Context: an optimization exercise on an open-source flow, tuned for small area. The choices shown serve that exercise and are no tape-out recipe. Where RTL was checked, it was by simulation tests only, not by an equivalence proof against the original. Function not checked in runs 1 and 7: the RTL went through the layout flow alone. No driver is modelled on the clock port, so clocking that relies on it looks cheaper here than on a real chip. No activity file was given, so power comes from the tool's default toggle rates.

==> design.v <==
module twist_deframer (
    input  wire        clk,
    input  wire        rst,           
    input  wire [3:0]  lane,          
    input  wire [1:0]  sym,           
    output reg         locked,
    output wire        pol_inv,
    output reg         oh_valid,
    output wire [63:0] oh_word,
    output reg         oh_crc_ok,
    output reg         pl_valid,
    output wire [39:0] pl_word,
    output reg         stuff_rm,
    output reg         rx_ovf
);
    localparam [30:0] FAW       = 31'h7125_B696;
    localparam [43:0] SEED_LOW  = 44'h5A5_A5A5_A5A5;
    wire        bit_in = sym[1];
    reg  [29:0] win;
    wire [30:0] diff   = {win, bit_in} ^ FAW;
    function [4:0] popcount31;
        input [30:0] v;
        integer n;
        reg [4:0] c;
        begin
            c = 5'd0;
            for (n = 0; n < 31; n = n + 1)
                c = c + {4'd0, v[n]};
            popcount31 = c;
        end
    endfunction
    wire [4:0] ndiff     = popcount31(diff);
    wire       faw_match = (ndiff <= 5'd3);
    wire       faw_inv   = (ndiff >= 5'd28);
    reg        verif;         
    reg        cand_pol;      
    reg [1:0]  cnt2;          
    reg [3:0]  ncrc_bad;      
    reg [13:0] fpos;          
    reg [1:0]  run_level;
    reg [5:0]  run_len;       
    reg        pay;           
    reg        first;         
    reg [5:0]  cnt;           
    reg [9:0]  widx;          
    reg [7:0]  crc;
    reg [28:0] s_od;          
    reg [19:0] p_ev;          
    reg [14:0] p_od;          
    reg [4:0]  prev_fn;
    reg [2:0]  prev_ofs;
    reg [1:0]  prev_just;
    reg        prev_ovf;
    wire [28:0] s_ev = win[28:0];           
    wire [19:0] p_odf = {crc[4:0], p_od};   
    assign pol_inv = locked & cand_pol;
    assign oh_word = {s_od, p_ev, p_od};
    genvar gi;
    generate
        for (gi = 0; gi < 20; gi = gi + 1) begin : g_pl
            assign pl_word[2*gi]   = p_ev[gi];
            assign pl_word[2*gi+1] = p_odf[gi];
        end
    endgenerate
    wire        fz13    = (fpos[12:0] == 13'd0);
    wire [13:0] pos     = {fpos[12:0], fpos[13] ^ fpos[4] ^ fpos[2] ^ fpos[0] ^ fz13};
    wire        at_30   = fz13 && !fpos[13];
    wire        at_lm1  = (fpos == 14'd3857);
    reg         at_last;      
    reg         in_body;      
    wire lock_match = cand_pol ? faw_inv : faw_match;
    wire content_left = (widx != 10'd972);
    wire body_l       = locked && in_body && content_left;
    wire is_stuff     = body_l && (run_len == 6'd47);
    wire is_content   = body_l && (run_len != 6'd47);
    wire is_oh        = is_content && !pay;
    wire [5:0] cnt_inc = {cnt[4:0], cnt[5] ^ cnt[4] ^ (cnt[4:0] == 5'd0)};
    wire is_oh_last   = is_oh && (cnt == 6'd32);
    wire is_payload   = is_content && pay;
    wire is_guard     = locked && at_last;
    wire        oh_bit   = bit_in ^ cand_pol;
    wire        crc_fb   = crc[7] ^ oh_bit;
    wire [7:0]  crc_next = {crc[6:0], 1'b0} ^ (crc_fb ? 8'h07 : 8'h00);
    wire        crc_good = (crc_next == 8'h00);
    wire        crc_drop = !crc_good && (ncrc_bad == 4'd15);
    wire [63:0] oh_full  = {oh_word[62:0], oh_bit};
    wire [4:0]  rx_fn    = oh_full[39:35];
    wire [2:0]  rx_ofs   = oh_full[34:32];
    wire [1:0]  rx_just  = (oh_full[27:26] == 2'd3) ? 2'd1 : oh_full[27:26];
    wire [4:0]  pr_fn    = (prev_fn == 5'd23) ? 5'd0 : prev_fn + 5'd1;
    wire [2:0]  pr_ofs   = prev_ofs + {2'd0, prev_ovf};
    wire [4:0]  use_fn   = crc_good ? rx_fn : pr_fn;
    wire [2:0]  use_ofs  = crc_good ? rx_ofs : pr_ofs;
    wire [1:0]  use_just = crc_good ? rx_just : prev_just;
    wire [1:0]  pbits_raw = {sym[1] ^ cand_pol, sym[1] ^ sym[0]};
    wire [57:0] seed  = {2'b10, prev_ofs, prev_fn, crc[3:0], SEED_LOW};
    wire        sd1   = seed[57] ^ seed[38];
    wire        sd2   = seed[56] ^ seed[37];
    wire [57:0] seed2 = {seed[55:0], sd1, sd2};
    wire        sb1   = first ? sd1 : s_od[28] ^ s_ev[19];
    wire        sb2   = first ? sd2 : s_ev[28] ^ s_od[18];
    wire [1:0]  dbits = pbits_raw ^ {sb1, sb2};
    wire [28:0] s_od_ld, s_ev_ld;
    generate
        for (gi = 0; gi < 29; gi = gi + 1) begin : g_sd
            assign s_od_ld[gi] = seed2[2*gi+1];
            assign s_ev_ld[gi] = seed2[2*gi];
        end
    endgenerate
    wire        word_end = (cnt == 6'd15);
    wire        deliver  = !((widx == 10'd998 && prev_just != 2'd0) ||
                             (widx == 10'd1011 && prev_just[1]));
    always @(posedge clk) begin
        if (!pay)
            win <= {win[28:0], bit_in};
        if (rst) begin
            win       <= 30'd0;
            locked    <= 1'b0;
            verif     <= 1'b0;
            run_level <= 2'd0;
            run_len   <= 6'd0;
            pay       <= 1'b0;
            prev_fn   <= 5'd0;
            prev_ofs  <= 3'd0;
            prev_just <= 2'd0;
            prev_ovf  <= 1'b0;
            oh_valid  <= 1'b0;
            oh_crc_ok <= 1'b0;
            pl_valid  <= 1'b0;
            stuff_rm  <= 1'b0;
            rx_ovf    <= 1'b0;
        end else begin
            fpos     <= pos;
            at_last  <= at_lm1;
            in_body  <= at_30 || (in_body && !at_lm1);
            oh_valid <= 1'b0;
            pl_valid <= 1'b0;
            stuff_rm <= is_stuff;
            rx_ovf   <= 1'b0;
            if (sym == run_level) begin
                if (run_len != 6'd63)
                    run_len <= run_len + 6'd1;
            end else begin
                run_level <= sym;
                run_len   <= 6'd1;
            end
            if (!locked && !verif) begin
                if (faw_match || faw_inv) begin
                    verif    <= 1'b1;
                    cand_pol <= faw_inv;
                    cnt2     <= 2'd1;
                    fpos     <= 14'd1;
                end
            end else if (verif) begin
                if (at_30) begin
                    if (lock_match) begin
                        if (cnt2 == 2'd2) begin
                            verif    <= 1'b0;
                            locked   <= 1'b1;
                            cnt2     <= 2'd0;
                            ncrc_bad <= 4'd0;
                        end else begin
                            cnt2 <= cnt2 + 2'd1;
                        end
                    end else begin
                        verif <= 1'b0;
                    end
                end
            end else begin  
                if (at_30) begin
                    if (lock_match)
                        cnt2 <= 2'd0;
                    else if (cnt2 == 2'd3)
                        locked <= 1'b0;
                    else
                        cnt2 <= cnt2 + 2'd1;
                end
            end
            if (at_30) begin
                cnt  <= 6'd0;
                widx <= 10'd1;
                crc  <= 8'h00;
            end
            if (is_oh) begin
                {s_od, p_ev, p_od} <= oh_full;
                crc <= crc_next;
                cnt <= cnt_inc;
            end
            if (is_oh_last) begin
                oh_valid  <= 1'b1;
                oh_crc_ok <= crc_good;
                pay       <= !crc_drop;
                first     <= 1'b1;
                crc[3:0]  <= lane;
                prev_fn   <= use_fn;
                prev_ofs  <= use_ofs;
                prev_just <= use_just;
                if (crc_good)
                    ncrc_bad <= 4'd0;
                else if (crc_drop)
                    locked <= 1'b0;
                else
                    ncrc_bad <= ncrc_bad + 4'd1;
            end
            if (is_payload) begin
                first    <= 1'b0;
                s_od     <= first ? s_od_ld : {s_od[27:0], sb1};
                win      <= {win[28], first ? s_ev_ld : {s_ev[27:0], sb2}};
                p_ev     <= {p_ev[18:0], dbits[0]};
                p_od     <= {p_od[13:0], dbits[1]};
                crc[4:0] <= {crc[3:0], p_od[14]};
                if (word_end) begin
                    cnt      <= 6'd0;
                    widx     <= {widx[8:0], widx[9] ^ widx[6]};
                    pl_valid <= deliver;
                end else begin
                    cnt <= cnt_inc;
                end
            end
            if (is_guard) begin
                pay      <= 1'b0;
                prev_ovf <= content_left;
                rx_ovf   <= content_left;
            end
        end
    end
endmodule
==> flow/run.sh <==
#!/bin/bash
# The standard layout (standard.sh) with these changes:
#  - synthesis: the standard flow's own synthesis script, except that ABC maps the
#    logic with flow/area.abc (area-oriented) instead of ORFS's speed
#    script. Flip-flops are mapped before ABC, so the registers are the
#    standard synthesis's.
#  - buf_1 port buffers;
#  - a clock tree without dummy loads, clkbuf_8 at the root and clkbuf_4
#    leaves; leaves with a high slew are upsized after CTS
#    (flow/post_cts.tcl).
# The make output goes to flow_make.log here; ORFS's per-step logs, one per
# tool run, are under orfs/logs.
set -euo pipefail
here=$(pwd)

awk -v abc="$here/flow/area.abc" '
  /^[ \t]*log_cmd abc \{\*\}\$abc_args[ \t]*$/ {
    print "  set abc_args [lreplace $abc_args 1 1 " abc "]"; n++ }
  { print }
  END { if (n != 1) exit 1 }' "$FLOW_HOME/scripts/synth.tcl" > "$here/my_synth_core.tcl"
awk -v core="$here/my_synth_core.tcl" '
  $0 == "source $::env(SCRIPTS_DIR)/synth.tcl" { print "source " core; n++; next }
  { print }
  END { if (n != 1) exit 1 }' "$here/synth_recipe.tcl" > "$here/my_synth.tcl"
sed -e "s#SYNTH_SCRIPT=[^ ]*#SYNTH_SCRIPT=$here/my_synth.tcl#" "$here/standard.sh" > "$here/my_standard.sh"
grep -q "SYNTH_SCRIPT=$here/my_synth.tcl" "$here/my_standard.sh"

export BUFFER_PORTS_ARGS="-buffer_cell sky130_fd_sc_hd__buf_1"
export CTS_ARGS="-sink_clustering_enable -repair_clock_nets -dont_use_dummy_load -root_buf sky130_fd_sc_hd__clkbuf_8 -buf_list sky130_fd_sc_hd__clkbuf_4"
export POST_CTS_TCL="$here/flow/post_cts.tcl"
export CLK_UPSIZE_SLEW=0.115
bash "$here/my_standard.sh" > "$here/flow_make.log" 2>&1
==> flow/area.abc <==
&get -n
&st
&syn3
&dch
&nf -R 1000
&st
&syn3
&dch
&nf -R 1000
&st
&syn3
&dch
&nf -R 1000
&st
&syn3
&dch
&nf -R 1000
&put
==> flow/post_cts.tcl <==
# After clock tree synthesis: the leaf clock buffers are clkbuf_4; upsize to
# clkbuf_8 those whose output slew is above CLK_UPSIZE_SLEW (ns), then
# legalize the placement again.
estimate_parasitics -placement
set nup 0
foreach inst [get_cells clkbuf_*] {
  if {[get_property $inst ref_name] ne "sky130_fd_sc_hd__clkbuf_4"} { continue }
  set s [get_property [get_pins [get_name $inst]/X] slew_max]
  if {$s > $::env(CLK_UPSIZE_SLEW)} {
    replace_cell $inst sky130_fd_sc_hd__clkbuf_8
    incr nup
  }
}
puts "post_cts: upsized $nup clock buffers"
if {$nup > 0} {
  detailed_placement
  estimate_parasitics -placement
}
==> standard.sh <==
#!/bin/bash
# synth_recipe.tcl (not shown) runs the flow's synth.tcl, then flattens the netlist and writes it again
# the make line also repeats each setting of config.mk as NAME=value (left out here)
make -C /OpenROAD-flow-scripts/flow DESIGN_CONFIG=/design/flow/config.mk WORK_HOME=/design/flow/orfs CLKGATE_MAP_FILE= SYNTH_SCRIPT=/design/flow/synth_recipe.tcl "${@:-finish}"
==> config.mk <==
export PLATFORM = sky130hd
export DESIGN_NAME = twist_deframer
export DESIGN_NICKNAME = twist_deframer
export VERILOG_FILES = /design/flow/design.v
export SDC_FILE = /design/flow/constraint.sdc
export NUM_CORES = 4
export LEC_CHECK = 0
export CAP_MARGIN = 20
export CORE_MARGIN = 2
export CORE_UTILIZATION = 70
export SLEW_MARGIN = 20
==> constraint.sdc <==
create_clock -name core_clock -period 8.0 [get_ports {clk}]
set_input_delay 1.6000 -clock core_clock [delete_from_list [all_inputs] [get_ports {clk}]]
set_output_delay 1.6000 -clock core_clock [all_outputs]
set_load 0.01 [all_outputs]
==> impl_metrics.ini, run 1 <==
[worst_setup_path]
end_kind = flip-flop
critPathLaunchType = primary input
regToRegSetupSlack_ps = 1770
reg2reg_to = ncrc_bad[3]$_DFFE_PN_
crit_required_ps = 8270
worst-r2r-cell-count = 21
path_class = primary input to flip-flop
worst_path_most_repeated_cell = fa_1
crit_arrival_ps = 7610
crit_path_max_fanout = 6
regToRegStartpoint = win[19]$_SDFFE_PP0P_
slowest_stage = fa_1
cpPeakStageDelay_ps = 570
crit_chain = buf_1 > clkinv_1 > fa_1 > clkinv_1 > fa_1 > fa_1 > clkinv_1 > fa_1 > fa_1 > fa_1 > fa_1 > fa_1 > clkinv_1 > a21o_1 > a21oi_1 > xnor2_1 > and3_1 > mux2_1 > and4_1 > nor2_1 > nand2_1 > o21ai_0

[route]
first_pass_iters = 5
drc = 0
post_drt_wl_per_cell_um = 17.22
ant_nets = 0
via_per_inst = 5.793
drt-total-wl_um = 15340
drt_iter0_markers = 347
vias = 5162

[floorplanning]
dieArea_um2 = 11870
rows = 38
ios = 119
start_util_pct = 71.42
dieWidth_um = 108.9
die_height_um = 108.9
core_um2 = 10790

[power_and_ir_drop]
power-per-cell-area_nw_per_um2 = 189.3
cellLeakagePower_nw = 2.821
switching_share_pct = 24.11
clockPowerShare_pct = 24.7
pwr-share-comb_pct = 11.0
internal_power_w = 0.001189
peakVddDrop_mv = 0.1994
power_frac_seq_pct = 64.3
switchingPower_w = 0.0003777

[grt]
antenna_found_initial = 0
grtUsageTotal_pct = 26.84
grt_pass1_vias = 4902
grt_pass1_wl_um = 23870
overflow = 0
grt_start_max_net_pins = 66

[timing]
period_needed_ps = 7338
setup_tns_ps = 0
rsz0062_at_grt = no
final_max_slew_viol_count = 0
setup-violations-final = 0
clock_skew_ps = 35.32
final_hold_viol_count = 0
period_share_pct = 91.72
hold_ws_ps = 422.8
setup_slack_ps = 662.3
worst_pin_slew_ps = 996.9
clock.fmax_mhz = 136.3
slew_headroom_pct = 33.53

[synthesis]
synth_top_family_by_area = simple AND/OR/NAND/NOR gates
synth_xor_area_share_pct = 2.840
synthesis.nets = 699
syn_avg_cell_area_um2 = 11.88
synth_compound_area_share_pct = 8.538
yosysUniqueCellTypes = 42
async_reset_ff_share_pct = 0
yosys_warnings = 1
synthCells = 649
synthMuxAreaShare_pct = 1.428
synthAdderAreaFrac_pct = 9.057
synth_edf_count = 112
synth_area_um2 = 7709
ys_ff_latch = 169
seq_area_frac_synth_pct = 58.43
yosys.area_share.simple_pct = 13.03
ys.flop_type = edfxtp_1

[min_path]
hold_path.class = flip-flop to flip-flop
hold_depth = 1
hold_path_end = pay$_SDFFE_PP0P_
min_from = at_last$_DFFE_PN_

[clock_network]
insertion_delay_ps = 450
cts_tree = yes
cts.clk_slew.worst_paths_ps = 110
cts_sinks = 169

[placed_design]
dp.cells = 874
gp_congestion = 0.8858
dpl.hpwl_um = 11010
post_dp_cell_area_um2 = 8097
portBuffers = 118
place_ws_ps = 227.4

[layout]
drive_gt1_share_pct = 3.728
final_common_cell = buf_1
finalNonFillerCells = 891
most-common-layout-cells = buf_1 (117), edfxtp_1 (112), clkinv_1 (57), dfxtp_1 (57), nand2_1 (53)
stdcell_area_um2 = 8274
finish.net_count = 803
fillers = 715
area_growth_pct = 7.337
diodes = 0

[run_status]
status = complete, no violations

[job]
cap_viol_max_count = 0
-- state kept, by name (all words and copies together), names as in the netlist, 8 cells and up --
| register | flops |
|---|---|
| fpos | 14 |
| win | 30 |
| widx | 10 |
| s_od | 29 |
| crc | 8 |
| p_od | 15 |
| p_ev | 20 |
-- synth_stat cells (5+ instances only) --
| master | number | area share (%) |
|---|---|---|
| a21oi_1 | 18 | 1.2 |
| o22ai_1 | 13 | 1.1 |
| edfxtp_1 | 112 | 44 |
| dfxtp_1 | 57 | 15 |
| and2_0 | 31 | 2.5 |
| xor2_1 | 13 | 1.5 |
| o21ai_0 | 28 | 1.8 |
| nand2b_1 | 12 | 0.97 |
| a22oi_1 | 11 | 1.1 |
| xnor2_1 | 12 | 1.4 |
| nand2_1 | 53 | 2.6 |
| nand3_1 | 13 | 0.84 |
| ha_1 | 19 | 3.1 |
| buf_4 | 40 | 3.9 |
| nor3_1 | 17 | 1.1 |
| nor2_1 | 51 | 2.5 |
| mux2_1 | 8 | 1.2 |
| fa_1 | 23 | 6.0 |
| nor4_1 | 5 | 0.41 |
| and3_1 | 5 | 0.41 |
| clkinv_1 | 57 | 2.8 |
| a211oi_1 | 7 | 0.68 |
| a221oi_1 | 10 | 1.1 |
-- worst max-delay path: cells and delay by family --
| kind | cells | cell delay, ps |
|---|---|---|
| buffers and inverters | 5 | 620 |
| and+or+nand+nor | 4 | 730 |
| AOI/OAI and AO/OA | 3 | 270 |
| adders and majority gates | 8 | 3860 |
| xor gates and xnor gates | 1 | 150 |
| muxes | 1 | 380 |
-- metal layers --
metal	global-route usage [%]	routed length, µm	vias to the layer above
met5	0	0	-
met4	9.249	201	0
met3	6.515	928	20
met2	43.17	7533	176
met1	35.98	6679	2515
li1	-	-	2451
-- through the flow --
stage / utilization (%) / power (W)
after floorplan: - / 0.001146
after global placement: 75.02 / 0.001183
after detailed placement: 75.02 / 0.001197
after global routing: 76.66 / 0.001631
final: 76.66 / 0.001567
-- how the worst max path moves through the flow --
| stage | depth (start not counted) | from | endpoint | slack (ps) |
|---|---|---|---|---|
| floorplan | 19 | sym[1] | cnt2[0]$_SDFFCE_PP1P_ | 590 |
| global placement | 22 | sym[1] | ncrc_bad[0]$_DFFE_PN_ | 450 |
| detailed placement | 22 | sym[1] | ncrc_bad[3]$_DFFE_PN_ | 230 |
| global route | 22 | sym[1] | ncrc_bad[3]$_DFFE_PN_ | 400 |
| finish | 22 | sym[1] | ncrc_bad[3]$_DFFE_PN_ | 660 |
-- cell families after synthesis --
family | count (synthesis)
adders and majority gates | 42
buffers and inverters | 97
AOI/OAI and AO/OA | 101
muxes | 10
xor gates and xnor gates | 25
and+or+nand+nor | 205
DFF | 169
-- power groups by stage --
stage | clock network (W) | registers, W | logic, W
after floorplan | 0 | 0.00102 | 0.000131
after global placement | 0 | 0.00102 | 0.000159
after detailed placement | 0 | 0.00103 | 0.000171
after global routing | 0.000422 | 0.00101 | 0.000196
final | 0.000388 | 0.00101 | 0.000172
-- final cells by class --
| cell class | instances | area, µm² | area share, % |
|---|---|---|---|
| sequential | 169 | 4504 | 54.44 |
| multi-input combinational | 383 | 2713 | 32.78 |
| timing repair buffer | 125 | 496.7 | 6.003 |
| inverter | 57 | 214.0 | 2.586 |
| tap | 140 | 175.2 | 2.117 |
| clock buffer | 17 | 171.4 | 2.072 |
==> run 2, diff against run 1 <==
--- a/design.v
+++ b/design.v
@@ -73,4 +73,5 @@
     wire body_l       = locked && in_body && content_left;
-    wire is_stuff     = body_l && (run_len == 6'd47);
-    wire is_content   = body_l && (run_len != 6'd47);
+    wire run_47       = (run_len == 6'd51);
+    wire is_stuff     = body_l && run_47;
+    wire is_content   = body_l && !run_47;
     wire is_oh        = is_content && !pay;
@@ -84,3 +85,3 @@
     wire        crc_good = (crc_next == 8'h00);
-    wire        crc_drop = !crc_good && (ncrc_bad == 4'd15);
+    wire        crc_drop = !crc_good && (ncrc_bad == 4'd8);
     wire [63:0] oh_full  = {oh_word[62:0], oh_bit};
@@ -120,3 +121,3 @@
             run_level <= 2'd0;
-            run_len   <= 6'd0;
+            run_len   <= 6'd32;
             pay       <= 1'b0;
@@ -140,4 +141,4 @@
             if (sym == run_level) begin
-                if (run_len != 6'd63)
-                    run_len <= run_len + 6'd1;
+                if (run_len != 6'd38)
+                    run_len <= {run_len[4:0], run_len[5] ^ run_len[4]};
             end else begin
@@ -202,3 +203,3 @@
                 else
-                    ncrc_bad <= ncrc_bad + 4'd1;
+                    ncrc_bad <= {ncrc_bad[2:0], ncrc_bad[3] ^ ncrc_bad[2] ^ (ncrc_bad[2:0] == 3'd0)};
             end
--- a/config.mk
+++ b/config.mk
@@ -7,5 +7,5 @@
 export LEC_CHECK = 0
-export CAP_MARGIN = 20
+export CAP_MARGIN = 0
 export CORE_MARGIN = 2
 export CORE_UTILIZATION = 70
-export SLEW_MARGIN = 20
+export SLEW_MARGIN = 0
==> run 2 against run 1 <==
Global-route usage decreased by 0.22 points. Sequential share of layout area increased by 0.55 points. Register-to-register slack got worse by 170 ps. Area after synthesis decreased by 0.57%. Die area decreased by 0.55%.
==> impl_metrics.ini, run 2 <==
[floorplanning]
die_height_um = 108.6
rows = 38
ios = 119
dieArea_um2 = 11800
core_um2 = 10750
dieWidth_um = 108.6
start_util_pct = 71.33

[layout]
utilization_pct = 76.23
final_common_cell = buf_1
finish.net_count = 790
multi_input_area_um2 = 2655
reg_top3 = win x30, s_od x29, p_ev x20
largest_register = win
most-common-layout-cells = buf_1 (117), edfxtp_1 (112), clkinv_1 (59)
fillers = 741
largest_register_ffs = 30
area_growth_pct = 6.872
drive_gt1_share_pct = 3.654
seq_area_um2 = 4504
diodes = 0

[power_and_ir_drop]
switchingPower_w = 0.0003696
cellLeakagePower_nw = 2.767
internal_power_w = 0.001167
peakVddDrop_mv = 0.1689
switching_share_pct = 24.04
power-per-cell-area_nw_per_um2 = 187.6
pwr-share-comb_pct = 11.2
clockPowerShare_pct = 23.5
power_frac_seq_pct = 65.3

[worst_setup_path]
crit_buf_inv = 5
worst_path_most_repeated_cell = fa_1
slowest_stage = fa_1
crit_arrival_ps = 7600
end_kind = flip-flop
crit_required_ps = 8210
path_delay_family = adder cells
regToRegStartpoint = win[19]$_SDFFE_PP0P_
crit_path_max_fanout = 6
crit_chain = buf_1 > clkinv_1 > fa_1 > clkinv_1 > fa_1 > fa_1 > clkinv_1 > fa_1 > fa_1 > fa_1 > fa_1 > fa_1 > clkinv_1 > a21o_1 > a21oi_1 > xnor2_1 > nor3_1 > mux2_1 > and4_1 > o32ai_1 > a22o_1
path_class = primary input to flip-flop
cpPeakStageDelay_ps = 570
critPathLaunch = sym[1]
critPathLaunchType = primary input
regToRegSetupSlack_ps = 1600

[synthesis]
synthCells = 638
synth_largest_area_cell = edfxtp_1
ys.flop_type = edfxtp_1
synth_most_common_cell = edfxtp_1
synthTopCellsByCount = edfxtp_1 (112), clkinv_1 (59), dfxtp_1 (57), nor2_1 (54), nand2_1 (44)
async_reset_ff_share_pct = 0
synth_edf_count = 112
ys_top_cells_by_area = edfxtp_1 (44%), dfxtp_1 (15%), fa_1 (6.0%)
netlist.area_leader.share_pct = 43.88
seq_area_frac_synth_pct = 58.77
synthesis.nets = 687
syn_avg_cell_area_um2 = 12.01
ys_ff_latch = 169
synth_area_um2 = 7665
yosys_warnings = 1
yosysUniqueCellTypes = 41

[route]
first_pass_iters = 5
post_drt_wl_per_cell_um = 16.74
drt-total-wl_um = 14710
drc = 0
ant_nets = 0
vias = 5060
drt_iter0_markers = 332
via_per_inst = 5.757

[clock_network]
cts.clk_slew.worst_paths_ps = 100
cts_sinks = 169
insertion_delay_ps = 460
cts_tree = yes

[timing]
final_max_slew_viol_count = 0
clock_skew_ps = 35.71
period_share_pct = 92.33
final_hold_viol_count = 0
setup_tns_ps = 0
setup_slack_ps = 613.4
period_needed_ps = 7387
clock.fmax_mhz = 135.4
worst_pin_slew_ps = 1233
rsz0062_at_grt = no
setup-violations-final = 0
slew_headroom_pct = 17.38

[run_status]
status = complete, no violations

[grt]
grtUsageTotal_pct = 26.62
grt_pass1_wl_um = 23340
grt_start_max_net_pins = 56
antenna_found_initial = 0
grt_pass1_vias = 4767
overflow = 0

[placed_design]
portBuffers = 118
place_ws_ps = 130.8
gp_congestion = 0.8639
dpl.hpwl_um = 10710

[min_path]
min_from = run_len[2]$_SDFFE_PP0N_
hold_path.class = flip-flop to flip-flop

[job]
cap_viol_max_count = 0
run 2: cell types whose count changed in the layout (fill, tap and decap cells not counted), sizes merged, moves of 2 or more:
| cell | change |
|---|---|
| clkinv | +2 |
| and3 | -4 |
| nand3 | -7 |
| and4 | +2 |
| and2 | +5 |
| o31ai | +2 |
| o21ai | -7 |
| a22oi | +2 |
| a22o | +4 |
| o22ai | -2 |
| nor2 | +3 |
| nand2 | -9 |
run 2: final timing paths:
| path | cells past startpoint | to |
|---|---|---|
| hold reg to reg | 2 | run_len[3]$_SDFFE_PP0N_ |
| setup reg to reg | 20 | ncrc_bad[0]$_DFFE_PN_ |
| hold / removal | 2 | run_len[3]$_SDFFE_PP0N_ |
| setup / recovery | 21 | ncrc_bad[0]$_DFFE_PN_ |
run 2: metal layers:
layer / track usage [%] / vias to the layer above / share of wire [%]
li1: - / 2403 / -
met1: 35.68 / 2447 / 43
met2: 41.70 / 178 / 48
met3: 7.711 / 32 / 6.9
met4: 9.982 / 0 / 2.2
met5: 0 / - / 0
run 2: logic make-up (layout without fill, tap and decap cells):
family / after synthesis / count (layout) / synth area share [%]
buf+inv: 99 / 200 / 6.807
compound gates: 99 / 99 / 8.570
fa+ha+maj: 41 / 41 / 8.946
xor+xnor: 23 / 23 / 2.628
flops: 169 / 169 / 58.77
mux: 10 / 10 / 1.437
simple gates: 197 / 197 / 12.85
run 2: stage by stage:
step / cells / instance area, µm² / hold slack, ps / power, W
after detailed placement: 862 / 8045 / 438.2 / 0.001195
final: 879 / 8192 / 463.4 / 0.001537
after floorplan: 638 / 7665 / 417.6 / 0.001145
after global placement: 862 / 8045 / 431.3 / 0.001184
after global routing: 879 / 8192 / 493.1 / 0.001603
run 2: area by class of cell:
class	instances	area share, %
multi-input combinational	370	32.41
inverter	59	2.704
clock buffer	17	1.787
tap	140	2.138
timing repair buffer	124	5.972
sequential	169	54.99
run 2: worst reg2reg max path, cell delays in order, from the launching register on:
cell and delay (ps):
dfxtp_1 460, clkinv_1 120, fa_1 500, clkinv_1 90, fa_1 500, fa_1 540, clkinv_1 100, fa_1 490
fa_1 540, fa_1 430, fa_1 420, fa_1 420, clkinv_1 70, a21o_1 100, a21oi_1 70, xnor2_1 140
nor3_1 220, mux2_1 260, and4_1 300, o32ai_1 110, a22o_1 270
run 2: power groups by stage:
| stage | Combinational (W) | Sequential [W] | Clock, W |
|---|---|---|---|
| 3_3_place_gp | 0.000161 | 0.00102 | 0 |
| 6_report | 0.000172 | 0.00100 | 0.000361 |
| 3_5_place_dp | 0.000172 | 0.00102 | 0 |
| 5_1_grt | 0.000198 | 0.00101 | 0.000394 |
| 2_1_floorplan | 0.000130 | 0.00101 | 0 |
==> run 3, diff against run 2 <==
--- a/config.mk
+++ b/config.mk
@@ -7,5 +7,6 @@
 export LEC_CHECK = 0
-export CAP_MARGIN = 0
+export CAP_MARGIN = 20
 export CORE_MARGIN = 2
 export CORE_UTILIZATION = 70
-export SLEW_MARGIN = 0
+export GPL_TIMING_DRIVEN = 0
+export SLEW_MARGIN = 20
==> run 3 against run 2 <==
Still clean. Cell area is 4.3% higher. Flip-flop and latch count did not move. Power up 0.49%. Area after synthesis is the same. Synthesized cell count stayed put. Sequential share of layout area is 2.3 points lower. Critical path depth is 1 lower. Critical path type unchanged. Largest power group unchanged.
==> impl_metrics.ini, run 3 <==
[layout]
diodes = 0
area_growth_pct = 11.46
most-common-layout-cells = buf_1 (117), edfxtp_1 (112), clkinv_1 (58)
largest_register_ffs = 30
final_common_cell = buf_1
finish.net_count = 829
drive_gt1_share_pct = 8.869
reg_top3 = win x30, s_od x29, p_ev x20
largest_register = win

[timing]
rsz0062_at_grt = no
clock.fmax_mhz = 132.0
period_needed_ps = 7578
clock_skew_ps = 41.24
final_hold_viol_count = 0
hold_ws_ps = 452.7
final_max_slew_viol_count = 0
slew_headroom_pct = 42.76
setup-violations-final = 0
worst_pin_slew_ps = 857.7
period_share_pct = 94.73

[synthesis]
synth_area_um2 = 7665
ys_top_cells_by_area = edfxtp_1 (44%), dfxtp_1 (15%), fa_1 (6.0%)
synth_edf_count = 112
synthTopCellsByCount = edfxtp_1 (112), clkinv_1 (59), dfxtp_1 (57), nor2_1 (54), nand2_1 (44)
seq_area_frac_synth_pct = 58.77
synth_largest_area_cell = edfxtp_1
netlist.area_leader.share_pct = 43.88
yosysUniqueCellTypes = 41
synthesis.nets = 687
synth_most_common_cell = edfxtp_1
syn_avg_cell_area_um2 = 12.01
synthCells = 638
async_reset_ff_share_pct = 0
ys_ff_latch = 169
yosys_warnings = 1
ys.flop_type = edfxtp_1

[placed_design]
dpl.hpwl_um = 11070
portBuffers = 118
gp_congestion = 0.9003

[route]
via_per_inst = 5.681
ant_nets = 0
post_drt_wl_per_cell_um = 16.31
first_pass_iters = 5
vias = 5215
drt-total-wl_um = 14970
drt_iter0_markers = 298
drc = 0

[run_status]
status = complete, no violations

[worst_setup_path]
worst-r2r-cell-count = 19
crit_required_ps = 8200
slowest_stage = o21ai_1
path_delay_family = adder cells
regToRegSetupSlack_ps = 1580
critPathLaunchType = primary input
end_kind = flip-flop
crit_chain = buf_1 > clkinv_1 > fa_1 > clkinv_1 > fa_1 > fa_1 > clkinv_1 > fa_1 > fa_1 > fa_1 > fa_1 > fa_1 > clkinv_1 > a21o_1 > a21oi_1 > xnor2_1 > and3_1 > o21ai_1 > nor2_1 > o22a_1
cpPeakStageDelay_ps = 660
path_class = primary input to flip-flop
crit_arrival_ps = 7780
crit_buf_inv = 5
worst_path_most_repeated_cell = fa_1
regToRegStartpoint = win[19]$_SDFFE_PP0P_
reg2reg_to = cnt2[0]$_SDFFCE_PP1P_
crit_path_max_fanout = 16

[clock_network]
cts.clk_slew.worst_paths_ps = 100
insertion_delay_ps = 460
cts_sinks = 169
cts_tree = yes

[min_path]
hold_path.class = flip-flop to flip-flop
hold_path_end = run_len[3]$_SDFFE_PP0N_
hold_depth = 2
min_from = run_len[2]$_SDFFE_PP0N_

[floorplanning]
die_height_um = 108.6
core_um2 = 10750
start_util_pct = 71.33
dieArea_um2 = 11800
ios = 119
rows = 38
dieWidth_um = 108.6

[grt]
grt_pass1_wl_um = 23500
grt_pass1_vias = 4831
grt_start_max_net_pins = 37
grtUsageTotal_pct = 26.65
overflow = 0
antenna_found_initial = 0

[power_and_ir_drop]
cellLeakagePower_nw = 2.975
power-per-cell-area_nw_per_um2 = 180.8
peakVddDrop_mv = 0.1703
finalPower_w = 0.001545

[job]
cap_viol_max_count = 0
## run 3: cell counts after synthesis
Identical to the previous run, type by type.
## run 3: final cells by class
cell class	count	area [µm²]
tap	140	175.2
inverter	59	222.7
timing repair buffer	123	521.8
fill	662	2202
buffer	40	300.3
sequential	169	4504
clock buffer	17	158.9
multi-input combinational	370	2660
## run 3: cells by family (layout without fill, tap and decap cells)
kind of cell / Yosys count / in the layout / synth area share, %
AOI/OAI and AO/OA: 99 / 99 / 8.570
and+or+nand+nor: 197 / 197 / 12.85
adders and majority gates: 41 / 41 / 8.946
buffers and inverters: 99 / 239 / 6.807
muxes: 10 / 10 / 1.437
DFF: 169 / 169 / 58.77
xor gates and xnor gates: 23 / 23 / 2.628
## run 3: per-stage QoR
stage                     cell area (µm²)  cells  worst slack [ps]  TNS [ps]  util, %
final                                8543    918             421.9         0    79.51
after global placement               8283    896            -488.3     -3611    77.08
after global routing                 8543    918             65.68         0    79.51
after detailed placement             8382    901            -88.02    -234.8    78.00
after floorplan                      7665    638             624.3         0        -
## run 3: how the worst max path moves through the flow
stage / start / to / cells after the start
after floorplan: sym[1] / cnt2[0]$_SDFFCE_PP1P_ / 19
after global placement: sym[1] / cnt2[0]$_SDFFCE_PP1P_ / 20
after detailed placement: sym[1] / cnt2[1]$_SDFFCE_PP0P_ / 20
after global routing: sym[1] / cnt2[1]$_SDFFCE_PP0P_ / 20
final: sym[1] / cnt2[0]$_SDFFCE_PP1P_ / 20
## run 3: worst min-delay path: cells and delay by family (launching register included)
family,cells,cell delay (ps)
flops,1,330
simple gates,2,80
## run 3: where the power goes
group / internal, W / total (W) / switching [W] / leakage [nW]
clock network: 0.000125 / 0.000372 / 0.000247 / 0.0912
logic: 0.0000750 / 0.000167 / 0.0000915 / 1.38
registers: 0.000975 / 0.00101 / 0.0000308 / 1.50
total: 0.00118 / 0.00154 / 0.000369 / 2.98
## run 3: routing by layer
metal  track usage, %  vias up  part of all wire, %  wire length, µm
met3            6.276       25                  6.4              965
li1                 -     2472                    -                -
met5                0        -                    0                0
met4            9.890        0                  1.9              282
met2            41.96      191                   48             7211
met1            36.62     2527                   43             6511
==> run 4, diff against run 3 <==
--- a/config.mk
+++ b/config.mk
@@ -10,3 +10,2 @@
 export CORE_UTILIZATION = 70
-export GPL_TIMING_DRIVEN = 0
 export SLEW_MARGIN = 20
==> run 4 against run 3 <==
Global-route usage shrank 0.22 points. Power shrank 0.17%. Clock skew shrank 4.9 ps. Sequential share of layout area grew 2.1 points. Non-clock buffer count shrank 39. Largest cell class unchanged. Largest power group unchanged.
==> impl_metrics.ini, run 4 <==
[run_status]
status = complete, no violations

[min_path]
hold_path.class = flip-flop to flip-flop
hold_depth = 0
hold_path_end = p_ev[4]$_DFFE_PP_
min_from = p_ev[3]$_DFFE_PP_

[placed_design]
portBuffers = 118
gp_congestion = 0.8639
dpl.hpwl_um = 10710

[timing]
rsz0062_at_grt = no
period_needed_ps = 7381
final_hold_viol_count = 0
period_share_pct = 92.27
clock_skew_ps = 36.32
worst_pin_slew_ps = 922.3
final_max_slew_viol_count = 0
setup-violations-final = 0
clock.fmax_mhz = 135.5
slew_headroom_pct = 38.50
setup_tns_ps = 0
hold_ws_ps = 453.9

[worst_setup_path]
crit_path_max_fanout = 6
critPathLaunchType = primary input
end_kind = flip-flop
crit_required_ps = 8200
path_class = primary input to flip-flop
worst-r2r-cell-count = 20
critPathLaunch = sym[1]
reg2reg_to = ncrc_bad[0]$_DFFE_PN_
crit_arrival_ps = 7590
regToRegStartpoint = win[19]$_SDFFE_PP0P_
regToRegSetupSlack_ps = 1670

[job]
cap_viol_max_count = 0

[power_and_ir_drop]
cellLeakagePower_nw = 2.786
peakVddDrop_mv = 0.1502
power-per-cell-area_nw_per_um2 = 187.8
finalPower_w = 0.001542

[clock_network]
cts_tree = yes
cts.clk_slew.worst_paths_ps = 110
insertion_delay_ps = 440
cts_sinks = 169

[layout]
most-common-layout-cells = buf_1 (117), edfxtp_1 (112), clkinv_1 (59)
largest_register = win
seq_area_um2 = 4504
reg_top3 = win x30, s_od x29, p_ev x20
diodes = 0
drive_gt1_share_pct = 3.789
finish.net_count = 790
largest_register_ffs = 30
area_growth_pct = 7.150
final_common_cell = buf_1
multi_input_area_um2 = 2664
fillers = 731

[synthesis]
synth_edf_count = 112
seq_area_frac_synth_pct = 58.77
synth_most_common_cell = edfxtp_1
yosysUniqueCellTypes = 41
synthMuxAreaShare_pct = 1.437
ys_top_cells_by_area = edfxtp_1 (44%), dfxtp_1 (15%), fa_1 (6.0%)
ys_ff_latch = 169
async_reset_ff_share_pct = 0
synth_area_um2 = 7665
synth_top_family_by_area = simple AND/OR/NAND/NOR gates
synthesis.nets = 687
synth_largest_area_cell = edfxtp_1
synthAdderAreaFrac_pct = 8.945
synthTopCellsByCount = edfxtp_1 (112), clkinv_1 (59), dfxtp_1 (57), nor2_1 (54), nand2_1 (44)
synthCells = 638
yosys.area_share.simple_pct = 12.85
synth_compound_area_share_pct = 8.570
ys.flop_type = edfxtp_1
yosys_warnings = 1
synth_xor_area_share_pct = 2.628
syn_avg_cell_area_um2 = 12.01
netlist.area_leader.share_pct = 43.88

[route]
ant_nets = 0
drc = 0
first_pass_iters = 6
vias = 5053
via_per_inst = 5.749
post_drt_wl_per_cell_um = 16.63
wl_met1_um = 6404
drt_iter0_markers = 329
drt-total-wl_um = 14620
routed.top_layer = met4
route.met2.wl_um = 7083
wl_met3_um = 912

[grt]
grtUsageTotal_pct = 26.44
grt_start_max_net_pins = 56
grt_pass1_vias = 4811
overflow = 0
grt_pass1_wl_um = 23520
antenna_found_initial = 0

[floorplanning]
dieWidth_um = 108.6
start_util_pct = 71.33
die_height_um = 108.6
dieArea_um2 = 11800
rows = 38
core_um2 = 10750
ios = 119
[run 4: cell counts after synthesis]
No cell type changed its count.
[run 4: layout make-up]
cell class	instances	share of cell area (%)
Sequential cell	169	54.84
Multi-Input combinational cell	370	32.43
Timing Repair Buffer	124	5.957
Inverter	59	2.697
Clock buffer	17	1.935
Tap cell	140	2.133
[run 4: cells by family (layout without fill, tap and decap cells)]
kind of cell / after synthesis / count (layout)
AND/OR/NAND/NOR: 197 / 197
flip-flops: 169 / 169
AO/OA/AOI/OAI: 99 / 99
buffers and inverters: 99 / 200
adder cells (fa/ha/maj): 41 / 41
XOR/XNOR: 23 / 23
multiplexers: 10 / 10
[run 4: through the flow]
stage	worst slack (ps)	cells	utilization [%]	instance area, µm²
2_1_floorplan	624.3	638	-	7665
3_3_place_gp	328.5	862	74.87	8045
3_5_place_dp	138.4	862	74.93	8051
5_1_grt	265.2	879	76.43	8213
6_report	618.7	879	76.43	8213
[run 4: worst max-delay path by stage]
stage / cells past startpoint / slack [ps] / end
2_1_floorplan: 19 / 620 / cnt2[0]$_SDFFCE_PP1P_
3_3_place_gp: 21 / 330 / ncrc_bad[0]$_DFFE_PN_
3_5_place_dp: 21 / 140 / ncrc_bad[0]$_DFFE_PN_
5_1_grt: 21 / 270 / ncrc_bad[0]$_DFFE_PN_
6_report: 21 / 620 / ncrc_bad[0]$_DFFE_PN_
[run 4: routing by layer]
metal / global-route usage, % / vias to the layer above
met5: 0 / -
met4: 9.341 / 0
met3: 5.559 / 20
met2: 42.28 / 166
met1: 36.36 / 2459
li1: - / 2408
[run 4: worst max-delay path, stage by stage]
cell and delay [ps]:
buf_1 190, clkinv_1 210, fa_1 570, clkinv_1 70, fa_1 470, fa_1 530, clkinv_1 90, fa_1 490
fa_1 540, fa_1 430, fa_1 420, fa_1 420, clkinv_1 70, a21o_1 100, a21oi_1 70, xnor2_1 180
and3_1 220, mux2_1 240, and4_1 290, o32ai_1 110, a22o_1 270
[run 4: power by group]
part / switching, W / internal [W] / total, W
clock: 0.000241 / 0.000125 / 0.000366
sequential: 0.0000291 / 0.000975 / 0.00100
combinational: 0.0000936 / 0.0000782 / 0.000172
total: 0.000364 / 0.00118 / 0.00154
==> run 5, diff against run 4 <==
--- a/design.v
+++ b/design.v
@@ -20,14 +20,55 @@
     wire [30:0] diff   = {win, bit_in} ^ FAW;
-    function [4:0] popcount31;
-        input [30:0] v;
-        integer n;
-        reg [4:0] c;
-        begin
-            c = 5'd0;
-            for (n = 0; n < 31; n = n + 1)
-                c = c + {4'd0, v[n]};
-            popcount31 = c;
-        end
-    endfunction
-    wire [4:0] ndiff     = popcount31(diff);
+    wire pc_s0, pc_c0;
+    assign {pc_c0, pc_s0} = diff[0] + diff[1] + diff[2];
+    wire pc_s1, pc_c1;
+    assign {pc_c1, pc_s1} = diff[3] + diff[4] + diff[5];
+    wire pc_s2, pc_c2;
+    assign {pc_c2, pc_s2} = diff[6] + diff[7] + diff[8];
+    wire pc_s3, pc_c3;
+    assign {pc_c3, pc_s3} = diff[9] + diff[10] + diff[11];
+    wire pc_s4, pc_c4;
+    assign {pc_c4, pc_s4} = diff[12] + diff[13] + diff[14];
+    wire pc_s5, pc_c5;
+    assign {pc_c5, pc_s5} = diff[15] + diff[16] + diff[17];
+    wire pc_s6, pc_c6;
+    assign {pc_c6, pc_s6} = diff[18] + diff[19] + diff[20];
+    wire pc_s7, pc_c7;
+    assign {pc_c7, pc_s7} = diff[21] + diff[22] + diff[23];
+    wire pc_s8, pc_c8;
+    assign {pc_c8, pc_s8} = diff[24] + diff[25] + diff[26];
+    wire pc_s9, pc_c9;
+    assign {pc_c9, pc_s9} = diff[27] + diff[28] + diff[29];
+    wire pc_s10, pc_c10;
+    assign {pc_c10, pc_s10} = diff[30] + pc_s0 + pc_s1;
+    wire pc_s11, pc_c11;
+    assign {pc_c11, pc_s11} = pc_s2 + pc_s3 + pc_s4;
+    wire pc_s12, pc_c12;
+    assign {pc_c12, pc_s12} = pc_s5 + pc_s6 + pc_s7;
+    wire pc_s13, pc_c13;
+    assign {pc_c13, pc_s13} = pc_s8 + pc_s9 + pc_s10;
+    wire pc_s14, pc_c14;
+    assign {pc_c14, pc_s14} = pc_s11 + pc_s12 + pc_s13;
+    wire pc_s15, pc_c15;
+    assign {pc_c15, pc_s15} = pc_c0 + pc_c1 + pc_c2;
+    wire pc_s16, pc_c16;
+    assign {pc_c16, pc_s16} = pc_c3 + pc_c4 + pc_c5;
+    wire pc_s17, pc_c17;
+    assign {pc_c17, pc_s17} = pc_c6 + pc_c7 + pc_c8;
+    wire pc_s18, pc_c18;
+    assign {pc_c18, pc_s18} = pc_c9 + pc_c10 + pc_c11;
+    wire pc_s19, pc_c19;
+    assign {pc_c19, pc_s19} = pc_c12 + pc_c13 + pc_c14;
+    wire pc_s20, pc_c20;
+    assign {pc_c20, pc_s20} = pc_s15 + pc_s16 + pc_s17;
+    wire pc_s21, pc_c21;
+    assign {pc_c21, pc_s21} = pc_s18 + pc_s19 + pc_s20;
+    wire pc_s22, pc_c22;
+    assign {pc_c22, pc_s22} = pc_c15 + pc_c16 + pc_c17;
+    wire pc_s23, pc_c23;
+    assign {pc_c23, pc_s23} = pc_c18 + pc_c19 + pc_c20;
+    wire pc_s24, pc_c24;
+    assign {pc_c24, pc_s24} = pc_c21 + pc_s22 + pc_s23;
+    wire pc_s25, pc_c25;
+    assign {pc_c25, pc_s25} = pc_c22 + pc_c23 + pc_c24;
+    wire [4:0] ndiff = {pc_c25, pc_s25, pc_s24, pc_s21, pc_s14};
     wire       faw_match = (ndiff <= 5'd3);
==> run 5 against run 4 <==
Cell area fell by 1.8%. Power fell by 0.27%. Largest power group unchanged. Setup slack improved by 380 ps. Die area fell by 2.0%. First-iteration DRC count rose by 13%. Area after synthesis fell by 2.1%. Maximum frequency rose by 5.4%. Sequential power barely moved. Hold slack got worse by 0.85 ps. Highest routed layer unchanged. Sequential share of layout area rose by 0.99 points.
==> impl_metrics.ini, run 5 <==
[run_status]
status = complete, no violations

[grt]
grt_pass1_vias = 4773
grt_pass1_wl_um = 23720
grt_start_max_net_pins = 65
overflow = 0
grtUsageTotal_pct = 27.03
antenna_found_initial = 0

[worst_setup_path]
regToRegSetupSlack_ps = 2110
end_kind = flip-flop
cpPeakStageDelay_ps = 590
critPathLaunchType = primary input
crit_path_max_fanout = 4
crit_chain = buf_1 > clkinv_1 > fa_1 > fa_1 > fa_1 > fa_1 > fa_1 > fa_1 > clkinv_1 > fa_1 > fa_1 > nor3_1 > nor2_1 > a21o_1 > nor3_1 > nor2_1 > o21ai_0 > o21ai_0
worst_path_most_repeated_cell = fa_1
crit_arrival_ps = 7160
slowest_stage = fa_1
crit_required_ps = 8160
path_class = primary input to flip-flop

[synthesis]
async_reset_ff_share_pct = 0
yosys_warnings = 1
ys_top_cells_by_area = edfxtp_1 (45%), dfxtp_1 (15%), fa_1 (6.9%)
synth_edf_count = 112
ys_ff_latch = 169
yosysUniqueCellTypes = 42
synth_largest_area_cell = edfxtp_1
synthTopCellsByCount = edfxtp_1 (112), nor2_1 (61), dfxtp_1 (57), nand2_1 (51), buf_4 (40)
ys.flop_type = edfxtp_1
syn_avg_cell_area_um2 = 12.23
synth_most_common_cell = edfxtp_1
netlist.area_leader.share_pct = 44.80
synth_area_um2 = 7507
synthesis.nets = 659
seq_area_frac_synth_pct = 60.00
synthCells = 614

[timing]
final_max_slew_viol_count = 0
clock.fmax_mhz = 142.8
final_hold_viol_count = 0
clock_skew_ps = 31.47
worst_pin_slew_ps = 812.0
setup-violations-final = 0
period_needed_ps = 7003
setup_slack_ps = 997.5
rsz0062_at_grt = no
period_share_pct = 87.53
slew_headroom_pct = 45.86
setup_tns_ps = 0

[route]
post_drt_wl_per_cell_um = 17.46
via_per_inst = 5.830
drc = 0
ant_nets = 0
vias = 4973
drt-total-wl_um = 14890
first_pass_iters = 5
drt_iter0_markers = 371

[floorplanning]
rows = 37
die_height_um = 107.6
start_util_pct = 72.39
dieArea_um2 = 11570
dieWidth_um = 107.6
core_um2 = 10370
ios = 119

[placed_design]
gp_congestion = 0.8660
dpl.hpwl_um = 10550
portBuffers = 118
place_ws_ps = 541.2

[power_and_ir_drop]
power-per-cell-area_nw_per_um2 = 190.6
finalPower_w = 0.001538
switchingPower_w = 0.0003628
internal_power_w = 0.001175
peakVddDrop_mv = 0.1561
cellLeakagePower_nw = 2.772
clockPowerShare_pct = 24.4
pwr-share-comb_pct = 10.0
power_frac_seq_pct = 65.6
switching_share_pct = 23.59

[layout]
diodes = 0
most-common-layout-cells = buf_1 (117), edfxtp_1 (112), nor2_1 (60)
largest_register = win
largest_register_ffs = 30
fillers = 698
final_common_cell = buf_1
reg_top3 = win x30, s_od x29, p_ev x20
drive_gt1_share_pct = 4.045
finish.net_count = 764
area_growth_pct = 7.467

[clock_network]
cts.clk_slew.worst_paths_ps = 110
insertion_delay_ps = 440
cts_tree = yes
cts_sinks = 169

[job]
cap_viol_max_count = 0

[min_path]
hold_path.class = flip-flop to flip-flop
==> run 5: cell types whose count changed after synthesis, moves of 7 or more <==
cell	before	now
o221a_1	2	9
a221oi_1	9	2
nand2_1	44	51
clkinv_1	59	36
ha_1	18	11
nor2_1	54	61
==> run 5: logic make-up after synthesis <==
group / after synthesis / synth area share, %
xor gates and xnor gates: 17 / 1.983
buffers and inverters: 76 / 5.800
DFF: 169 / 60.00
adders and majority gates: 37 / 8.767
AOI/OAI and AO/OA: 101 / 9.000
muxes: 8 / 1.183
and+or+nand+nor: 206 / 13.27
==> run 5: worst paths after layout <==
check / from / endpoint / cells past startpoint
worst min-delay path: p_ev[8]$_DFFE_PP_ / p_ev[9]$_DFFE_PP_ / 0
worst max register to register: win[3]$_SDFFE_PP0P_ / ncrc_bad[0]$_DFFE_PN_ / 18
worst max-delay path: sym[1] / ncrc_bad[0]$_DFFE_PN_ / 18
worst min register to register: p_ev[8]$_DFFE_PP_ / p_ev[9]$_DFFE_PP_ / 0
==> run 5: layer usage <==
metal / wire, µm / share of wire (%) / vias to the layer above / GRT usage [%]
met5: 0 / 0 / - / 0
met4: 224 / 1.5 / 0 / 8.883
met3: 1093 / 7.3 / 18 / 6.235
met2: 7434 / 50 / 211 / 43.62
met1: 6138 / 41 / 2411 / 36.73
li1: - / - / 2333 / -
==> run 5: power by group through the flow <==
| stage | combinational (W) | clock [W] | sequential [W] |
|---|---|---|---|
| 3_3_place_gp | 0.000143 | 0 | 0.00103 |
| 2_1_floorplan | 0.000115 | 0 | 0.00102 |
| 6_report | 0.000154 | 0.000375 | 0.00101 |
| 3_5_place_dp | 0.000156 | 0 | 0.00103 |
| 5_1_grt | 0.000178 | 0.000412 | 0.00101 |
==> run 5: worst max-delay path: cells and delay by family <==
family                     cells  cell delay, ps
adders and majority gates      8            3790
buffers and inverters          3             520
AOI/OAI and AO/OA              3             450
and+or+nand+nor                4             790
==> run 5: per-stage QoR <==
step                      hold slack (ps)  utilization, %  cell area, µm²  cells
after global routing                459.7           77.80            8068    853
final                               453.1           77.80            8068    853
after detailed placement            438.1           76.05            7886    835
after global placement              428.2           76.05            7886    835
after floorplan                     417.6               -            7507    614
==> run 5: area by class of cell <==
cell class | count | area [µm²] | share of cell area, %
flip-flops and latches | 169 | 4504 | 55.83
multi-input cells | 369 | 2589 | 32.09
repair buffers | 126 | 504.2 | 6.250
well taps | 136 | 170.2 | 2.109
clock buffers | 17 | 165.2 | 2.047
inverters | 36 | 135.1 | 1.675
==> run 6, diff against run 5 <==
--- a/design.v
+++ b/design.v
@@ -157,2 +157,5 @@
             win <= {win[28:0], bit_in};
+        fpos    <= pos;
+        at_last <= at_lm1;
+        in_body <= at_30 || (in_body && !at_lm1);
         if (rst) begin
@@ -174,5 +177,2 @@
         end else begin
-            fpos     <= pos;
-            at_last  <= at_lm1;
-            in_body  <= at_30 || (in_body && !at_lm1);
             oh_valid <= 1'b0;
==> run 6 against run 5 <==
Wire length down 4.4%. Clock power shrank 2%. Area after synthesis decreased by 2.1%. Via count down 2.3%. Critical path depth unchanged. Setup slack better by 170 ps. Power down 1.1%. Hold slack got worse by 15 ps. Clock skew grew 5.2 ps. Non-clock buffer count shrank 2.
==> impl_metrics.ini, run 6 <==
[run_status]
status = complete, no violations

[timing]
final_hold_viol_count = 0
setup-violations-final = 0
final_max_slew_viol_count = 0
clock.fmax_mhz = 146.3
clock_skew_ps = 36.67
setup_tns_ps = 0
period_needed_ps = 6837
setup_slack_ps = 1163
rsz0062_at_grt = no
period_share_pct = 85.46
worst_pin_slew_ps = 1026
hold_ws_ps = 437.8
slew_headroom_pct = 31.16

[floorplanning]
dieWidth_um = 106.5
core_um2 = 10280
ios = 119
dieArea_um2 = 11330
start_util_pct = 71.51
rows = 37
die_height_um = 106.5

[min_path]
hold_path_end = fpos[6]$_DFF_P_
hold_depth = 1
min_from = fpos[5]$_DFF_P_
hold_path.class = flip-flop to flip-flop

[synthesis]
synth_most_common_cell = edfxtp_1
netlist.area_leader.share_pct = 39.22
synthMuxAreaShare_pct = 1.226
synthAdderAreaFrac_pct = 8.955
yosys.area_share.simple_pct = 13.69
syn_avg_cell_area_um2 = 12.07
synth_xor_area_share_pct = 2.145
synth_edf_count = 96
synth_compound_area_share_pct = 8.904
synthesis.nets = 654
yosysUniqueCellTypes = 41
seq_area_frac_synth_pct = 59.11
ys.flop_type = edfxtp_1
ys_ff_latch = 169
synth_largest_area_cell = edfxtp_1
synthCells = 609
async_reset_ff_share_pct = 0
synth_top_family_by_area = simple AND/OR/NAND/NOR gates
synthTopCellsByCount = edfxtp_1 (96), dfxtp_1 (73), nor2_1 (62), nand2_1 (43), buf_4 (40)
yosys_warnings = 1
ys_top_cells_by_area = edfxtp_1 (39%), dfxtp_1 (20%), fa_1 (7.1%)
synth_area_um2 = 7350

[placed_design]
dpl.hpwl_um = 10010
gp_congestion = 0.8446
portBuffers = 118
place_ws_ps = 689.6
dp.cells = 829

[worst_setup_path]
worst-r2r-cell-count = 18
reg2reg_to = ncrc_bad[0]$_DFFE_PN_
critPathLaunchType = primary input
crit_required_ps = 8200
regToRegStartpoint = win[3]$_SDFFE_PP0P_
crit_path_max_fanout = 6
end_kind = flip-flop
path_class = primary input to flip-flop
crit_arrival_ps = 7040
regToRegSetupSlack_ps = 2270

[layout]
area_growth_pct = 7.337
drive_gt1_share_pct = 3.803
reg_top3 = win x30, s_od x29, p_ev x20
finalNonFillerCells = 846
largest_register_ffs = 30
diodes = 0
most-common-layout-cells = buf_1 (117), edfxtp_1 (96), dfxtp_1 (73)
finish.net_count = 757
largest_register = win
final_common_cell = buf_1
fillers = 705

[route]
post_drt_wl_per_cell_um = 16.82
via_per_inst = 5.741
first_pass_iters = 5
vias = 4857
drt-total-wl_um = 14230
drc = 0
ant_nets = 0
drt_iter0_markers = 299

[clock_network]
cts_tree = yes
cts_sinks = 169
insertion_delay_ps = 440
cts.clk_slew.worst_paths_ps = 110

[grt]
grt_start_max_net_pins = 65
grtUsageTotal_pct = 26.49
overflow = 0
antenna_found_initial = 0
grt_pass1_vias = 4687
grt_pass1_wl_um = 22730

[power_and_ir_drop]
peakVddDrop_mv = 0.1929
power-per-cell-area_nw_per_um2 = 192.7
cellLeakagePower_nw = 2.734

[job]
cap_viol_max_count = 0
==> run 6: cell count changes in the layout (fill, tap and decap cells not counted), sizes merged, moves of 2 or more <==
cell,delta
and2,+2
a21oi,-2
nand4b,+3
and3,-2
o21ai,-2
buf,-2
nand2,-8
nand2b,+2
dfxtp,+16
edfxtp,-16
o22ai,-2
==> run 6: report_power, final <==
part	internal, W	switching (W)
combinational	0.0000705	0.0000783
sequential	0.000963	0.0000396
clock	0.000125	0.000244
==> run 6: worst max path at each step <==
stage	from	endpoint	slack (ps)
after floorplan	sym[1]	cnt2[0]$_SDFFCE_PP1P_	1130
after global placement	sym[1]	ncrc_bad[0]$_DFFE_PN_	820
after detailed placement	sym[1]	ncrc_bad[0]$_DFFE_PN_	690
after global routing	sym[1]	ncrc_bad[0]$_DFFE_PN_	880
final	sym[1]	ncrc_bad[0]$_DFFE_PN_	1160
==> run 6: cells by family (layout without fill, tap and decap cells) <==
group	count (synthesis)	in the layout
compound gates	96	96
xor+xnor	18	18
fa+ha+maj	37	37
buf+inv	77	178
flops	169	169
mux	8	8
simple gates	204	204
==> run 6: final cells by class <==
class / count / area, µm² / area share (%)
multi-input cells: 363 / 2587 / 32.80
flip-flops and latches: 169 / 4344 / 55.07
clock buffers: 17 / 158.9 / 2.014
well taps: 136 / 170.2 / 2.157
repair buffers: 124 / 489.2 / 6.201
inverters: 37 / 138.9 / 1.761
==> run 6: worst max-delay path, cell delays in order <==
cell and delay, ps:
buf_1 240, clkinv_1 230, fa_1 590, fa_1 440, fa_1 490, fa_1 430, fa_1 410, fa_1 500
clkinv_1 80, fa_1 420, fa_1 540, and3_1 200, mux2_1 240, nand3_1 100, nor2_1 200, nor2_1 80
o21ai_0 160, o21ai_0 100
==> run 6: metal layers <==
layer,GRT usage [%],vias to the layer above,wire length [µm]
met5,0,-,0
li1,-,2303,-
met2,43.18,158,6999
met3,5.702,22,778
met1,34.72,2374,6169
met4,11.32,0,280
==> run 6: metrics by stage <==
step	util, %	cell area (µm²)	total power (W)
2_1_floorplan	-	7350	0.001125
3_3_place_gp	75.13	7721	0.001158
3_5_place_dp	75.13	7721	0.001171
5_1_grt	76.76	7889	0.001590
6_report	76.76	7889	0.001520
==> run 7, diff against run 6 <==
--- a/design.v
+++ b/design.v
@@ -84,3 +84,3 @@
     reg        first;         
-    reg [5:0]  cnt;           
+    reg [4:0]  cnt;           
     reg [9:0]  widx;          
@@ -118,4 +118,5 @@
     wire is_oh        = is_content && !pay;
-    wire [5:0] cnt_inc = {cnt[4:0], cnt[5] ^ cnt[4] ^ (cnt[4:0] == 5'd0)};
-    wire is_oh_last   = is_oh && (cnt == 6'd32);
+    wire [4:0] cnt_inc = {cnt[3:0], cnt[4] ^ cnt[2]};
+    wire [9:0] widx_inc = {widx[8:0], widx[9] ^ widx[6]};
+    wire is_oh_last   = is_oh && (widx == 10'd941);
     wire is_payload   = is_content && pay;
@@ -151,3 +152,3 @@
     endgenerate
-    wire        word_end = (cnt == 6'd15);
+    wire        word_end = (cnt == 5'd6);
     wire        deliver  = !((widx == 10'd998 && prev_just != 2'd0) ||
@@ -221,3 +222,3 @@
             if (at_30) begin
-                cnt  <= 6'd0;
+                cnt  <= 5'd1;
                 widx <= 10'd1;
@@ -227,4 +228,4 @@
                 {s_od, p_ev, p_od} <= oh_full;
-                crc <= crc_next;
-                cnt <= cnt_inc;
+                crc  <= crc_next;
+                widx <= widx_inc;
             end
@@ -233,2 +234,3 @@
                 oh_crc_ok <= crc_good;
+                widx      <= 10'd1;
                 pay       <= !crc_drop;
@@ -254,4 +256,4 @@
                 if (word_end) begin
-                    cnt      <= 6'd0;
-                    widx     <= {widx[8:0], widx[9] ^ widx[6]};
+                    cnt      <= 5'd1;
+                    widx     <= widx_inc;
                     pl_valid <= deliver;
==> run 7 against run 6 <==
Wire length is 1.4% higher. Sequential power hardly changed. Largest power group unchanged. Cell area is 1.0% lower. Sequential share of layout area is 0.20 points higher. Synthesized cell count is 3.0% lower. Clock-buffer cell count stayed put. First-iteration DRC count is 11% higher. Critical path depth is 1 lower. Clock skew is 2.6 ps lower. Power is 0.36% higher. Hold slack better by 4.3 ps. Maximum frequency is 1.1% lower.
==> impl_metrics.ini, run 7 <==
[run_status]
status = complete, no violations

[grt]
grt_pass1_wl_um = 22990
grtUsageTotal_pct = 26.72
overflow = 0
grt_pass1_vias = 4646
grt_start_max_net_pins = 65
antenna_found_initial = 0

[synthesis]
ys_ff_latch = 168
async_reset_ff_share_pct = 0
yosysUniqueCellTypes = 45
ys_top_cells_by_area = edfxtp_1 (39%), dfxtp_1 (20%), fa_1 (7.1%)
synthCells = 591
ys.flop_type = edfxtp_1
synthesis.nets = 634
netlist.area_leader.share_pct = 39.11
synth_most_common_cell = edfxtp_1
seq_area_frac_synth_pct = 59.15
synth_largest_area_cell = edfxtp_1
syn_avg_cell_area_um2 = 12.34
synth_edf_count = 95
synth_area_um2 = 7293
yosys_warnings = 1
synthTopCellsByCount = edfxtp_1 (95), dfxtp_1 (73), nor2_1 (54), buf_4 (40), clkinv_1 (36)

[job]
cap_viol_max_count = 0

[timing]
period_share_pct = 86.40
clock_skew_ps = 34.10
final_hold_viol_count = 0
setup_tns_ps = 0
slew_headroom_pct = 30.50
clock.fmax_mhz = 144.7
setup-violations-final = 0
worst_pin_slew_ps = 1032
period_needed_ps = 6912
final_max_slew_viol_count = 0
rsz0062_at_grt = no

[route]
ant_nets = 0
first_pass_iters = 5
drc = 0
post_drt_wl_per_cell_um = 17.47
drt-total-wl_um = 14430
drt_iter0_markers = 332
vias = 4842
via_per_inst = 5.862

[power_and_ir_drop]
power-per-cell-area_nw_per_um2 = 195.5
peakVddDrop_mv = 0.2311
clockPowerShare_pct = 24.3
switching_share_pct = 24.24
pwr-share-comb_pct = 10.4
internal_power_w = 0.001156
switchingPower_w = 0.0003699
power_frac_seq_pct = 65.4
cellLeakagePower_nw = 2.685

[layout]
drive_gt1_share_pct = 3.478
largest_register_ffs = 30
reg_top3 = win x30, s_od x29, p_ev x20
diodes = 0
area_growth_pct = 7.034
finish.net_count = 735
final_common_cell = buf_1
utilization_pct = 76.30
most-common-layout-cells = buf_1 (117), edfxtp_1 (95), dfxtp_1 (73)
largest_register = win

[worst_setup_path]
crit_path_max_fanout = 6
regToRegSetupSlack_ps = 2150
worst-r2r-cell-count = 17
critPathLaunchType = primary input
crit_required_ps = 8240
crit_arrival_ps = 7150
crit_chain = buf_1 > clkinv_1 > fa_1 > fa_1 > fa_1 > fa_1 > fa_1 > fa_1 > clkinv_1 > fa_1 > fa_1 > and3_1 > mux2i_1 > nor2_1 > a21oi_1 > o21ai_0 > o21ai_0
end_kind = flip-flop
path_class = primary input to flip-flop
worst_path_most_repeated_cell = fa_1
path_depth = 17
path_delay_family = adder cells
slowest_stage = fa_1
crit_buf_inv = 3
cpPeakStageDelay_ps = 590

[floorplanning]
die_height_um = 106.1
start_util_pct = 71.29
dieWidth_um = 106.1
dieArea_um2 = 11250
ios = 119
core_um2 = 10230
rows = 37

[clock_network]
cts_tree = yes
cts.clk_slew.worst_paths_ps = 110
cts_sinks = 168
insertion_delay_ps = 440

[placed_design]
gp_congestion = 0.8771
dpl.hpwl_um = 10200
portBuffers = 118

[min_path]
hold_path.class = flip-flop to flip-flop
hold_depth = 0
## run 7: worst paths after layout
| check | from | to |
|---|---|---|
| worst min register to register | p_od[11]$_DFFE_PP_ | p_od[12]$_DFFE_PP_ |
| worst max-delay path | sym[1] | ncrc_bad[0]$_DFFE_PN_ |
| worst min-delay path | p_od[11]$_DFFE_PP_ | p_od[12]$_DFFE_PP_ |
| worst max register to register | win[3]$_SDFFE_PP0P_ | ncrc_bad[0]$_DFFE_PN_ |
## run 7: per-stage QoR
stage	instance area (µm²)	setup WS, ps	hold slack [ps]	cells	power [W]
after global placement	7645	873.7	431.2	809	0.001160
final	7806	1088	442.1	826	0.001526
after global routing	7806	799.3	463.1	826	0.001597
after floorplan	7293	1132	417.6	591	0.001124
after detailed placement	7645	718.4	436.7	809	0.001173
## run 7: layout make-up
cell class | count | area, µm²
fill | 710 | 2425
clock buffer | 17 | 158.9
sequential | 168 | 4314
tap | 136 | 170.2
inverter | 36 | 135.1
timing repair buffer | 122 | 474.2
multi-input combinational | 347 | 2554
## run 7: cells by family (layout without fill, tap and decap cells)
family	after synthesis	after routing	share of synthesized area [%]
compound gates	103	103	10.02
flops	168	168	59.15
mux	9	9	1.355
fa+ha+maj	35	35	8.681
buf+inv	76	175	5.970
simple gates	182	182	12.66
xor+xnor	18	18	2.162
## run 7: power groups by stage
stage,clock network (W),registers [W],logic (W)
2_1_floorplan,0,0.00100,0.000121
5_1_grt,0.000415,0.00100,0.000177
3_5_place_dp,0,0.00102,0.000158
3_3_place_gp,0,0.00101,0.000146
6_report,0.000370,0.000998,0.000158
## run 7: per-layer routing
layer / global-route usage [%] / vias up / share of wire [%]
li1: - / 2264 / -
met1: 37.07 / 2345 / 42
met2: 41.06 / 208 / 49
met3: 6.622 / 25 / 7.4
met4: 10.81 / 0 / 2.0
met5: 0 / - / 0

==> static timing again, ports no longer ideal <==
Ports are ideal in the flow. The routed layouts listed here were re-timed in OpenROAD.
Step 1 (the two cells are an assumption about what drives the block):
set clk [get_ports {clk}]
set_driving_cell -lib_cell sky130_fd_sc_hd__clkbuf_16 $clk
set_driving_cell -lib_cell sky130_fd_sc_hd__buf_2 [delete_from_list [all_inputs] $clk]
Step 2, shift: input delay + t, output delay - t, t = (earliest + latest rising clock arrival at the registers) / 2. This alone moves slack from input paths to output paths.
a / b / c = ideal / step 1 / step 2; a / b = the first two.
run	shift t [ns]	setup slack, ns	worst setup path after step 2	cell pins on the clock port's net
run 1	0.469	0.662 / 0.661 / 0.192	input to register	1
run 2	0.478	0.613 / 0.592 / 0.114	input to register	1
run 3	0.470	0.422 / 0.433 / -0.037	input to register	1
run 4	0.456	0.619 / 0.605 / 0.150	input to register	1
run 5	0.458	0.997 / 1.007 / 0.549	input to register	1
run 6	0.457	1.163 / 1.172 / 0.715	input to register	1
run 7	0.455	1.088 / 1.101 / 0.647	input to register	1
With both steps, setup timing fails in run 3, where it was met with ideal ports. The setup slack of run 2, which loses most, moves by -0.021 ns with the drivers and by -0.499 ns with both steps.
